Background: an optimization exercise with open tools, aiming at small area, a short achievable clock period and few clock cycles. Do not read the settings as production practice.
Function was checked by simulation only, so behaviour that the tests miss may differ from the original.

== rev 12 ==
==> flow/design.v <==
module light_dec (
    input  wire [23:0] stored,
    output reg  [17:0] data,
    output reg  [2:0]  status
);
    localparam [2:0] ST_OK     = 3'd0;   
    localparam [2:0] ST_CHECK  = 3'd1;   
    localparam [2:0] ST_DATA   = 3'd2;   
    localparam [2:0] ST_POISON = 3'd3;   
    localparam [2:0] ST_UNCORR = 3'd4;   
    localparam [17:0] M0 = 18'h003FF;
    localparam [17:0] M1 = 18'h0FC0F;
    localparam [17:0] M2 = 18'h31C71;
    localparam [17:0] M3 = 18'h36592;
    localparam [17:0] M4 = 18'h1AAA4;
    localparam [17:0] M5 = 18'h2D348;
    wire [17:0] d = stored[17:0];
    wire [5:0]  recomputed = {^(d & M5), ^(d & M4), ^(d & M3),
                              ^(d & M2), ^(d & M1), ^(d & M0)};
    wire [5:0]  syn = stored[23:18] ^ recomputed;
    function [5:0] column(input integer bit_i);
        column = {M5[bit_i], M4[bit_i], M3[bit_i], M2[bit_i], M1[bit_i], M0[bit_i]};
    endfunction
    integer i;
    reg     hit;
    always @(*) begin
        data   = d;
        status = ST_UNCORR;
        hit    = 1'b0;
        if (syn == 6'd0) begin
            status = ST_OK;
        end else if (syn == 6'b000011) begin
            status = ST_POISON;
        end else if (syn == 6'b000001 || syn == 6'b000010 || syn == 6'b000100 ||
                     syn == 6'b001000 || syn == 6'b010000 || syn == 6'b100000) begin
            status = ST_CHECK;
        end else begin
            for (i = 0; i < 18; i = i + 1) begin
                if (syn == column(i)) begin
                    data[i] = ~d[i];
                    hit     = 1'b1;
                end
            end
            if (hit)
                status = ST_DATA;
        end
    end
endmodule
module page_codec (
    input  wire         clk,
    input  wire         rst,         
    input  wire         in_valid,
    output wire         in_ready,
    input  wire [23:0]  in_word,
    output reg          w_valid,
    output reg  [17:0]  w_data,
    output reg  [2:0]   w_status,
    output reg          pg_done,
    output wire [287:0] pg_check,    
    output wire [287:0] pg_syn,      
    output wire         pg_nz,       
    output wire [7:0]   pg_uncorr    
);
    localparam NCHK = 32;
    function [8:0] gf_mul(input [8:0] a, input [8:0] b);
        integer k;
        reg [8:0] acc, sh;
        begin
            acc = 9'd0;
            sh  = a;
            for (k = 0; k < 9; k = k + 1) begin
                if (b[k])
                    acc = acc ^ sh;
                sh = {sh[7:0], 1'b0} ^ (sh[8] ? 9'h011 : 9'h000);
            end
            gf_mul = acc;
        end
    endfunction
    function [8:0] gen_coef(input integer i);
        case (i)
             1: gen_coef = 9'h197;  2: gen_coef = 9'h02D;  3: gen_coef = 9'h008;  4: gen_coef = 9'h186;
             5: gen_coef = 9'h0DB;  6: gen_coef = 9'h1B0;  7: gen_coef = 9'h085;  8: gen_coef = 9'h143;
             9: gen_coef = 9'h19E; 10: gen_coef = 9'h1E8; 11: gen_coef = 9'h067; 12: gen_coef = 9'h0A8;
            13: gen_coef = 9'h03D; 14: gen_coef = 9'h1BD; 15: gen_coef = 9'h063; 16: gen_coef = 9'h193;
            17: gen_coef = 9'h0BA; 18: gen_coef = 9'h01C; 19: gen_coef = 9'h130; 20: gen_coef = 9'h1C9;
            21: gen_coef = 9'h1C6; 22: gen_coef = 9'h146; 23: gen_coef = 9'h09A; 24: gen_coef = 9'h036;
            25: gen_coef = 9'h1C4; 26: gen_coef = 9'h0DF; 27: gen_coef = 9'h179; 28: gen_coef = 9'h0A7;
            29: gen_coef = 9'h05E; 30: gen_coef = 9'h04B; 31: gen_coef = 9'h0BC; 32: gen_coef = 9'h04E;
            default: gen_coef = 9'h000;
        endcase
    endfunction
    function [8:0] alpha_pow(input integer j);
        integer k;
        reg [8:0] a;
        begin
            a = 9'h001;
            for (k = 0; k < j; k = k + 1)
                a = {a[7:0], 1'b0} ^ (a[8] ? 9'h011 : 9'h000);
            alpha_pow = a;
        end
    endfunction
    assign in_ready = 1'b1;
    reg  [23:0] in_r;
    reg         in_v;
    reg  [7:0]  in_idx;                    
    always @(posedge clk) begin
        in_r <= in_word;
        if (rst) begin
            in_v   <= 1'b0;
            in_idx <= 8'd0;
        end else begin
            in_v <= in_valid;
            if (in_v)
                in_idx <= (in_idx == 8'd239) ? 8'd0 : in_idx + 8'd1;
        end
    end
    wire [17:0] dec_data;
    wire [2:0]  dec_status;
    light_dec u_dec (.stored(in_r), .data(dec_data), .status(dec_status));
    reg first_word, last_word, data_word;   
    reg chk_first;                          
    reg fb_rem;                             
    reg [8:0] fb_pre_lo;                    
    reg [8:0] fb_pre;                       
    always @(posedge clk) begin
        w_data     <= dec_data;
        w_status   <= dec_status;
        fb_pre_lo  <= (in_idx < 8'd224) ? dec_data[8:0] : 9'd0;
        fb_pre     <= (in_idx < 8'd224) ? (dec_data[17:9] ^ gf_mul(dec_data[8:0], gen_coef(1))) : 9'd0;
        fb_rem     <= (in_idx != 8'd0) && (in_idx < 8'd224);
        chk_first  <= (in_idx == 8'd224);
        first_word <= (in_idx == 8'd0);
        last_word  <= (in_idx == 8'd239);
        data_word  <= (in_idx < 8'd224);
        if (rst)
            w_valid <= 1'b0;
        else
            w_valid <= in_v;
    end
    wire       accept = w_valid;
    wire [8:0] sym_lo = w_data[8:0];       
    wire [8:0] sym_hi = w_data[17:9];      
    reg  [8:0] rem     [0:NCHK-1];
    wire [8:0] rem_nxt [0:NCHK-1];
    wire [8:0] prod_lo [1:NCHK];            
    wire [8:0] prod_hi [1:NCHK];            
    reg  [8:0] rem0g;                       
    wire [8:0] fb_lo = fb_pre_lo ^ (fb_rem ? rem[0] : 9'd0);
    wire [8:0] fb_hi = fb_pre    ^ (fb_rem ? (rem[1] ^ rem0g) : 9'd0);
    genvar gi;
    generate
        for (gi = 1; gi <= NCHK; gi = gi + 1) begin : g_prod
            assign prod_lo[gi] = gf_mul(fb_lo, gen_coef(gi));
            assign prod_hi[gi] = gf_mul(fb_hi, gen_coef(gi));
        end
        wire [8:0] rem0g_nxt = gf_mul(first_word ? 9'd0 : rem[2], gen_coef(1)) ^
                               gf_mul(fb_lo, gf_mul(gen_coef(2), gen_coef(1))) ^
                               gf_mul(fb_hi, gf_mul(gen_coef(1), gen_coef(1)));
        always @(posedge clk) begin
            if (accept)
                rem0g <= rem0g_nxt;
        end
        for (gi = 0; gi < NCHK; gi = gi + 1) begin : g_enc
            if (gi < NCHK - 2) begin : g_shift
                assign rem_nxt[gi] = (first_word ? 9'd0 : rem[gi + 2]) ^
                                     prod_lo[gi + 2] ^ prod_hi[gi + 1];
            end else if (gi == NCHK - 2) begin : g_last2
                assign rem_nxt[gi] = (data_word ? 9'd0 : rem[0]) ^
                                     prod_lo[gi + 2] ^ prod_hi[gi + 1];
            end else begin : g_last
                assign rem_nxt[gi] = (data_word ? 9'd0 : rem[1]) ^ prod_hi[gi + 1];
            end
            always @(posedge clk) begin
                if (accept)
                    rem[gi] <= rem_nxt[gi];
            end
        end
        for (gi = 0; gi < NCHK / 2; gi = gi + 1) begin : g_chk_out
            assign pg_check[18*gi +: 18] = {rem[2*gi + 1], rem[2*gi]};
        end
    endgenerate
    reg  nz_acc;
    wire chk_diff = |{rem[1] ^ sym_hi, rem[0] ^ sym_lo};
    always @(posedge clk) begin
        if (accept && !data_word)
            nz_acc <= (chk_first ? 1'b0 : nz_acc) | chk_diff;
    end
    assign pg_nz = nz_acc;
    reg  [8:0] syn [0:NCHK-1];
    generate
        for (gi = 0; gi < NCHK; gi = gi + 1) begin : g_syn
            wire [8:0] s_mul = first_word ? 9'd0 : gf_mul(syn[gi], alpha_pow(2 * gi));
            wire [8:0] s_nxt = s_mul ^ gf_mul(sym_lo, alpha_pow(gi)) ^ sym_hi;
            always @(posedge clk) begin
                if (accept)
                    syn[gi] <= s_nxt;
            end
            assign pg_syn[9*gi +: 9] = syn[gi];
        end
    endgenerate
    reg  [7:0] uncorr_cnt;
    wire       is_uncorr = (w_status == 3'd4);
    always @(posedge clk) begin
        if (accept) begin
            uncorr_cnt <= (first_word ? 8'd0 : uncorr_cnt) + {7'd0, is_uncorr};
        end
        if (rst)
            pg_done <= 1'b0;
        else
            pg_done <= accept && last_word;
    end
    assign pg_uncorr = uncorr_cnt;
endmodule
clock: 10.0 ns
lec_check: 0
abc_clock_period_in_ps: 3000
cap_margin: 20
core_margin: 2
core_utilization: 40
place_density: 0.6
slew_margin: 20
standard.sh (not shown) runs the stock make flow with config.mk's settings and CLKGATE_MAP_FILE= SYNTH_SCRIPT=/design/flow/synth_recipe.tcl, a recipe that flattens the netlist after the stock synthesis.
==> flow/flow/run.sh <==
#!/bin/bash
# Standard ORFS layout, with every port buffered by a small, fast buffer
# (sky130_fd_sc_hd__buf_1) instead of the resizer's default choice.
set -euo pipefail
export BUFFER_PORTS_ARGS="-buffer_cell sky130_fd_sc_hd__buf_1"
export SETUP_SLACK_MARGIN=6.5
bash standard.sh > standard_flow.log 2>&1
Rev 12 finished end to end and its layout was clean on timing, DRC and antenna.
Testbench counts of rev 12, summed over its fixed seeds: cycles 30,744.
Modified inputs, rev 13 compared to rev 12
diff --git a/flow/design.v b/flow/design.v
--- a/flow/design.v
+++ b/flow/design.v
@@ -141,35 +141,46 @@
     wire [8:0] sym_lo = w_data[8:0];       
     wire [8:0] sym_hi = w_data[17:9];      
     reg  [8:0] rem     [0:NCHK-1];
+    reg  [8:0] rem0g;                       
+    reg  [8:0] fbq_lo, fbq_hi;              
     wire [8:0] rem_nxt [0:NCHK-1];
-    wire [8:0] prod_lo [1:NCHK];            
-    wire [8:0] prod_hi [1:NCHK];            
-    reg  [8:0] rem0g;                       
+    wire [8:0] rem_full [2:NCHK+1];         
     wire [8:0] fb_lo = fb_pre_lo ^ (fb_rem ? rem[0] : 9'd0);
     wire [8:0] fb_hi = fb_pre    ^ (fb_rem ? (rem[1] ^ rem0g) : 9'd0);
     genvar gi;
     generate
-        for (gi = 1; gi <= NCHK; gi = gi + 1) begin : g_prod
-            assign prod_lo[gi] = gf_mul(fb_lo, gen_coef(gi));
-            assign prod_hi[gi] = gf_mul(fb_hi, gen_coef(gi));
-        end
-        wire [8:0] rem0g_nxt = gf_mul(first_word ? 9'd0 : rem[2], gen_coef(1)) ^
+        for (gi = 2; gi < NCHK; gi = gi + 1) begin : g_full
+            if (gi < NCHK - 1) begin : g_two
+                assign rem_full[gi] = rem[gi] ^ gf_mul(fbq_lo, gen_coef(gi + 2)) ^
+                                                gf_mul(fbq_hi, gen_coef(gi + 1));
+            end else begin : g_one
+                assign rem_full[gi] = rem[gi] ^ gf_mul(fbq_hi, gen_coef(gi + 1));
+            end
+        end
+        assign rem_full[NCHK]     = 9'd0;
+        assign rem_full[NCHK + 1] = 9'd0;
+        wire [8:0] full2 = first_word ? 9'd0 : rem_full[2];
+        wire [8:0] full3 = first_word ? 9'd0 : rem_full[3];
+        assign rem_nxt[0] = full2 ^ gf_mul(fb_lo, gen_coef(2)) ^ gf_mul(fb_hi, gen_coef(1));
+        assign rem_nxt[1] = full3 ^ gf_mul(fb_lo, gen_coef(3)) ^ gf_mul(fb_hi, gen_coef(2));
+        wire [8:0] rem0g_nxt = gf_mul(full2, gen_coef(1)) ^
                                gf_mul(fb_lo, gf_mul(gen_coef(2), gen_coef(1))) ^
                                gf_mul(fb_hi, gf_mul(gen_coef(1), gen_coef(1)));
+        for (gi = 2; gi < NCHK; gi = gi + 1) begin : g_lag
+            if (gi < NCHK - 2) begin : g_shift
+                assign rem_nxt[gi] = first_word ? 9'd0 : rem_full[gi + 2];
+            end else begin : g_wrap
+                assign rem_nxt[gi] = data_word ? 9'd0 : rem[gi - (NCHK - 2)];
+            end
+        end
         always @(posedge clk) begin
-            if (accept)
-                rem0g <= rem0g_nxt;
+            if (accept) begin
+                rem0g  <= rem0g_nxt;
+                fbq_lo <= fb_lo;
+                fbq_hi <= fb_hi;
+            end
         end
         for (gi = 0; gi < NCHK; gi = gi + 1) begin : g_enc
-            if (gi < NCHK - 2) begin : g_shift
-                assign rem_nxt[gi] = (first_word ? 9'd0 : rem[gi + 2]) ^
-                                     prod_lo[gi + 2] ^ prod_hi[gi + 1];
-            end else if (gi == NCHK - 2) begin : g_last2
-                assign rem_nxt[gi] = (data_word ? 9'd0 : rem[0]) ^
-                                     prod_lo[gi + 2] ^ prod_hi[gi + 1];
-            end else begin : g_last
-                assign rem_nxt[gi] = (data_word ? 9'd0 : rem[1]) ^ prod_hi[gi + 1];
-            end
             always @(posedge clk) begin
                 if (accept)
                     rem[gi] <= rem_nxt[gi];
==> run summary <==
- Rev 13 finished every step from synthesis to the final layout, and the layout passed the timing, DRC and antenna checks.
- Compared to rev 12, rev 13 has mean post-synth cell area 0.24 µm² lower.
- Rev 12 → rev 13: sum of routed wire length over all layers now smaller, routed metal-1 wirelength now smaller, register-to-register setup slack comparable, die boundary width comparable.
- Comparing rev 13 against rev 12, there is no change at all in total negative slack for setup checks.
- Design area improves in rev 13 relative to rev 12.
- Delta (rev 13 minus rev 12): wire length of the first global-routing pass saw a decrease; non-filler instance count after layout increased 48; final worst hold slack decreased by 0.020 ns relative to the old numbers.
Testbench counts of rev 13, summed over its fixed seeds: cycles 30,744.

-- re-timing with driven ports --
The flow's constraints put no driver on any port. The routed layouts listed below were extracted and timed again, unchanged, in two steps.
Step 1 (the two cells are an assumption about what drives the block):
set clk [get_ports {clk}]
set_driving_cell -lib_cell sky130_fd_sc_hd__clkbuf_16 $clk
set_driving_cell -lib_cell sky130_fd_sc_hd__buf_2 [delete_from_list [all_inputs] $clk]
Step 2 also shifts input and output timing later by t, the mid clock arrival at the registers, as if the neighbouring blocks saw the same clock.
Slacks: ideal ports / drivers / drivers and shift; pairs: ideal ports / drivers.
run	t (ns)	slack for setup (ns)	hold WS [ns]	worst slew at a driven data input, ns	pins driven straight from the clock port
rev 12	0.752	6.406 / 6.406 / 6.406	0.512 / 0.512 / 0.512	0.04	1
rev 13	0.734	6.401 / 6.401 / 6.401	0.493 / 0.493 / 0.493	0.05	1
After both steps every run listed still meets setup and hold.
